Source: an optimization exercise on an open RTL-to-GDS flow (aim: small area and a short achievable clock period). Production flows keep margins and buffers that such runs may drop. The RTL was checked by simulation tests, not by an equivalence proof against the original design. No activity file was given, so power comes from the tool's default toggle rates.

alpha:
==> flow/design.v <==
module rank_filter (
    input  wire               clk,
    input  wire               rst,         
    input  wire [2:0]         rf_half,     
    input  wire               rf_mode,     
    input  wire [15:0]        rf_thresh,   
    input  wire               in_valid,
    input  wire signed [17:0] in_data,
    output reg                out_valid,
    output reg  signed [17:0] out_data,
    output reg                out_hit
);
    localparam integer M = 14;   
    localparam integer N = 15;   
    function lt18(input [17:0] a, input [17:0] b);
        reg [17:0] g, p;
        reg [8:0]  g1, p1;
        reg [2:0]  g2, p2;
        integer i;
        begin
            g = ~a & b;
            p = ~a | b;
            g[17] = a[17] & ~b[17];
            p[17] = a[17] | ~b[17];
            for (i = 0; i < 9; i = i + 1) begin
                g1[i] = g[2*i+1] | (p[2*i+1] & g[2*i]);
                p1[i] = p[2*i+1] & p[2*i];
            end
            for (i = 0; i < 3; i = i + 1) begin
                g2[i] = g1[3*i+2] | (p1[3*i+2] & (g1[3*i+1] | (p1[3*i+1] & g1[3*i])));
                p2[i] = p1[3*i+2] & p1[3*i+1] & p1[3*i];
            end
            lt18 = g2[2] | (p2[2] & (g2[1] | (p2[1] & g2[0])));
        end
    endfunction
    function lt4s(input [3:0] a, input [3:0] b);
        reg [3:0] g, p;
        begin
            g = ~a & b;
            p = ~a | b;
            g[3] = a[3] & ~b[3];
            p[3] = a[3] | ~b[3];
            lt4s = g[3] | (p[3] & (g[2] | (p[2] & (g[1] | (p[1] & g[0])))));
        end
    endfunction
    integer k;
    reg signed [17:0] x_q;
    reg        [15:0] th_q;
    reg               v0;
    reg               rst_q;
    reg               mode_q;
    reg        [7:0]  hsel;        
    always @(posedge clk) begin
        for (k = 0; k < 8; k = k + 1)
            hsel[k] <= (rf_half == k);
        x_q    <= in_data;
        th_q   <= rf_thresh;
        v0     <= in_valid & ~rst;
        rst_q  <= rst;
        mode_q <= rf_mode;
    end
    wire [2:0] h_q = {hsel[4] | hsel[5] | hsel[6] | hsel[7],
                      hsel[2] | hsel[3] | hsel[6] | hsel[7],
                      hsel[1] | hsel[3] | hsel[5] | hsel[7]};
    reg [M-1:0] inwin;     
    always @(*)
        for (k = 0; k < M; k = k + 1)
            inwin[k] = |(hsel[7:1] >> (k / 2));
    reg signed [17:0] w [0:M-1];   
    reg        [M-1:0] fill;       
    reg        [3:0]   r [0:N-1];  
    reg        [3:0]   r_old;      
    always @(*) begin
        r_old = 4'd0;
        for (k = 1; k < 8; k = k + 1)
            r_old = r_old | (hsel[k] ? r[2*k] : 4'd0);
    end
    reg [M-1:0] c;         
    reg [M-1:0] dn;        
    reg [3:0]   rm  [0:M-1];   
    reg [3:0]   rn  [0:M-1];   
    reg [M-1:0] sel;       
    always @(*) begin
        for (k = 0; k < M; k = k + 1) begin
            c[k]   = inwin[k] & (fill[k] ? lt18(x_q, w[k]) : x_q[17]);
            dn[k]  = lt4s(r_old, r[k]);
            rm[k]  = r[k] - {3'b000, dn[k]};
            rn[k]  = rm[k] + {3'b000, c[k]};
            sel[k] = inwin[k] & (c[k] ? (rm[k] == 4'b1111) : (rm[k] == 4'b0000));
        end
    end
    wire [1:0] p0 = c[0] + c[1];
    wire [1:0] p1 = c[2] + c[3];
    wire [1:0] p2 = c[4] + c[5];
    wire [1:0] p3 = c[6] + c[7];
    wire [1:0] p4 = c[8] + c[9];
    wire [1:0] p5 = c[10] + c[11];
    wire [1:0] p6 = c[12] + c[13];
    wire [2:0] q0 = p0 + p1;
    wire [2:0] q1 = p2 + p3;
    wire [2:0] q2 = p4 + p5;
    wire [3:0] s0 = q0 + q1;
    wire [3:0] s1 = q2 + p6;
    wire [3:0] rx = {1'b0, h_q} - s0 - s1;
    wire       sel_x = ~|sel;    
    reg signed [17:0] med;
    always @(*) begin
        med = sel_x ? x_q : 18'sd0;
        for (k = 0; k < M; k = k + 1)
            med = med | ((sel[k] & fill[k]) ? w[k] : 18'sd0);
    end
    always @(posedge clk) begin
        if (v0) begin
            w[0] <= x_q;
            for (k = 1; k < M; k = k + 1)
                w[k] <= w[k-1];
        end
        if (rst_q) begin
            fill <= {M{1'b0}};
            for (k = 0; k < N; k = k + 1)
                r[k] <= k[0] ? -((k[3:0] + 4'd1) >> 1) : (k[3:0] >> 1);
        end else if (v0) begin
            fill <= {fill[M-2:0], 1'b1};
            r[0] <= rx;
            for (k = 1; k < N; k = k + 1)
                r[k] <= rn[k-1];
        end
    end
    reg signed [17:0] med_n;       
    reg        [15:0] th2_q;
    reg               v1;
    always @(posedge clk) begin
        med_n <= ~med;
        th2_q <= th_q;
        v1    <= v0 & ~rst;
    end
    reg signed [17:0] cen;
    always @(*) begin
        cen = 18'sd0;
        for (k = 0; k < 8; k = k + 1)
            cen = cen | ((hsel[k] & fill[k]) ? w[k] : 18'sd0);
    end
    wire        [18:0] diff     = {cen[17], cen} + {med_n[17], med_n} + 19'd1;
    wire               dneg     = diff[18];
    wire               upper_ok = (diff[17:16] == {2{dneg}});
    wire        [15:0] un       = ~(diff[15:0] ^ {16{dneg}});
    wire        [16:0] tdiff    = {1'b0, th2_q} + {1'b1, un} + {16'd0, ~dneg};
    wire               keep     = mode_q & upper_ok & ~tdiff[16];
    wire signed [17:0] y        = keep ? cen : ~med_n;
    always @(posedge clk) begin
        out_valid <= v1 & ~rst;
        out_data  <= y;
        out_hit   <= ~keep & (diff != 19'd0);
    end
endmodule
==> flow/config.mk <==
export PLATFORM = sky130hd
export DESIGN_NAME = rank_filter
export DESIGN_NICKNAME = rank_filter
export VERILOG_FILES = /design/flow/design.v
export SDC_FILE = /design/flow/constraint.sdc
export NUM_CORES = 4
export LEC_CHECK = 0
export CAP_MARGIN = 20
export CORE_MARGIN = 2
export CORE_UTILIZATION = 55
export CTS_CLUSTER_DIAMETER = 80
export CTS_CLUSTER_SIZE = 24
export PLACE_DENSITY = 0.75
export SLEW_MARGIN = 20
==> flow/constraint.sdc <==
create_clock -name core_clock -period 24.0 [get_ports {clk}]
set_input_delay 4.8000 -clock core_clock [delete_from_list [all_inputs] [get_ports {clk}]]
set_output_delay 4.8000 -clock core_clock [all_outputs]
set_load 0.01 [all_outputs]
standard.sh (not shown) runs the stock make flow with config.mk's settings and CLKGATE_MAP_FILE= SYNTH_SCRIPT=/design/flow/synth_recipe.tcl, a recipe that flattens the netlist after the stock synthesis.
==> flow/flow/run.sh <==
#!/bin/bash
# Layout flow: the standard ORFS flow (standard.sh, unchanged synthesis),
# with two changes in how the layout is made:
#  - timing repair aims for more setup slack than the clock needs, so the
#    critical paths are sized up instead of left at minimum size;
#  - the port buffers are buf_2 cells.
# The clock period, SDC and all constraints are the standard flow's.
set -euo pipefail
bash standard.sh \
  SETUP_SLACK_MARGIN=18.1 \
  BUFFER_PORTS_ARGS="-buffer_cell sky130_fd_sc_hd__buf_2" \
  finish > flow.log 2>&1
> inputs changed (alpha -> beta)
-- flow/design.v --
<<< alpha, line 49
    reg               v0;
    reg               rst_q;
    reg               mode_q;
    reg        [7:0]  hsel;        
>>> beta, line 49
    reg               v0;
    reg               rst_q;
    reg        [2:0]  h_q;
    reg               mode_q;
    reg        [7:0]  hsel;        
<<< alpha, line 58
        v0     <= in_valid & ~rst;
        rst_q  <= rst;
        mode_q <= rf_mode;
    end
    wire [2:0] h_q = {hsel[4] | hsel[5] | hsel[6] | hsel[7],
                      hsel[2] | hsel[3] | hsel[6] | hsel[7],
                      hsel[1] | hsel[3] | hsel[5] | hsel[7]};
    reg [M-1:0] inwin;     
    always @(*)
>>> beta, line 59
        v0     <= in_valid & ~rst;
        rst_q  <= rst;
        h_q    <= rf_half;
        mode_q <= rf_mode;
    end
    reg [M-1:0] inwin;     
    always @(*)
<<< alpha, line 71
    reg        [3:0]   r [0:N-1];  
    reg        [3:0]   r_old;      
    always @(*) begin
        r_old = 4'd0;
        for (k = 1; k < 8; k = k + 1)
            r_old = r_old | (hsel[k] ? r[2*k] : 4'd0);
    end
    reg [M-1:0] c;         
    reg [M-1:0] dn;        
>>> beta, line 70
    reg        [3:0]   r [0:N-1];  
    reg        [3:0]   r_old;      
    reg [M-1:0] c;         
    reg [M-1:0] dn;        
<<< alpha, line 110
            med = med | ((sel[k] & fill[k]) ? w[k] : 18'sd0);
    end
    always @(posedge clk) begin
        if (v0) begin
>>> beta, line 104
            med = med | ((sel[k] & fill[k]) ? w[k] : 18'sd0);
    end
    reg [3:0] r_new;
    always @(*) begin
        r_new = 4'd0;
        for (k = 1; k < 8; k = k + 1)
            r_new = r_new | (hsel[k] ? rn[2*k-1] : 4'd0);
    end
    always @(posedge clk) begin
        if (v0) begin
<<< alpha, line 120
            for (k = 0; k < N; k = k + 1)
                r[k] <= k[0] ? -((k[3:0] + 4'd1) >> 1) : (k[3:0] >> 1);
        end else if (v0) begin
            fill <= {fill[M-2:0], 1'b1};
>>> beta, line 120
            for (k = 0; k < N; k = k + 1)
                r[k] <= k[0] ? -((k[3:0] + 4'd1) >> 1) : (k[3:0] >> 1);
            r_old <= {1'b0, h_q};
        end else if (v0) begin
            fill <= {fill[M-2:0], 1'b1};
<<< alpha, line 125
            for (k = 1; k < N; k = k + 1)
                r[k] <= rn[k-1];
        end
    end
>>> beta, line 126
            for (k = 1; k < N; k = k + 1)
                r[k] <= rn[k-1];
            r_old <= r_new;
        end
    end
[summary]
Final period demand of the worst path ended up 0.062 ns lower on beta than on alpha. out_data[2]$_DFF_P_ as the launch point of the critical path was reported by beta, and w[3][5]$_DFFE_PP_ by alpha. As far as count of buffers from port buffering goes, beta and alpha are indistinguishable; the numbers are identical. Cmp beta vs alpha: data arrival time of the critical path lower in beta. alpha vs beta, uppermost metal layer occupied by signal nets: met5 vs met4. Relative to alpha, non-filler instance count after layout has gone down in beta. Part of the total power dissipated in the clock network ends up higher on beta. beta ends up with a peak per-stage delay on the critical path that is 0.14 ns lower than in alpha. Against alpha, the final cell area of beta is higher. Per the comparison of beta with alpha, layout overhead on the synthesized area has increased; clock-buffer cell count picked up an extra about 6%; final period utilization went down; worst slew margin relative to its limit +4.0 points.

## what the ideal ports hide
How much do the figures lean on ideal ports? The routed layouts below were timed once more, with nothing changed but the port constraints.
Step 1: set_driving_cell puts a clkbuf_16 on clk and a buf_2 on each other input, an assumption about the parent block.
Step 2 times the ports against the registers' clock, not the clock port: input delays grow and output delays shrink by t, the midpoint of the rising clock arrivals with the driver on.
Three values: ideal, step 1, step 2; two values: the first two.
run	t, ns	slack for setup (ns)	hold WS [ns]	worst register clock-pin slew, ns	worst slew at a driven data input, ns
alpha	0.649	18.051 / 18.051 / 18.051	0.332 / 0.332 / 0.332	0.10 / 0.10	0.04
beta	0.661	18.113 / 18.058 / 18.235	0.335 / 0.335 / 0.335	0.10 / 0.10	0.04
After both steps setup and hold are still met in every run listed.
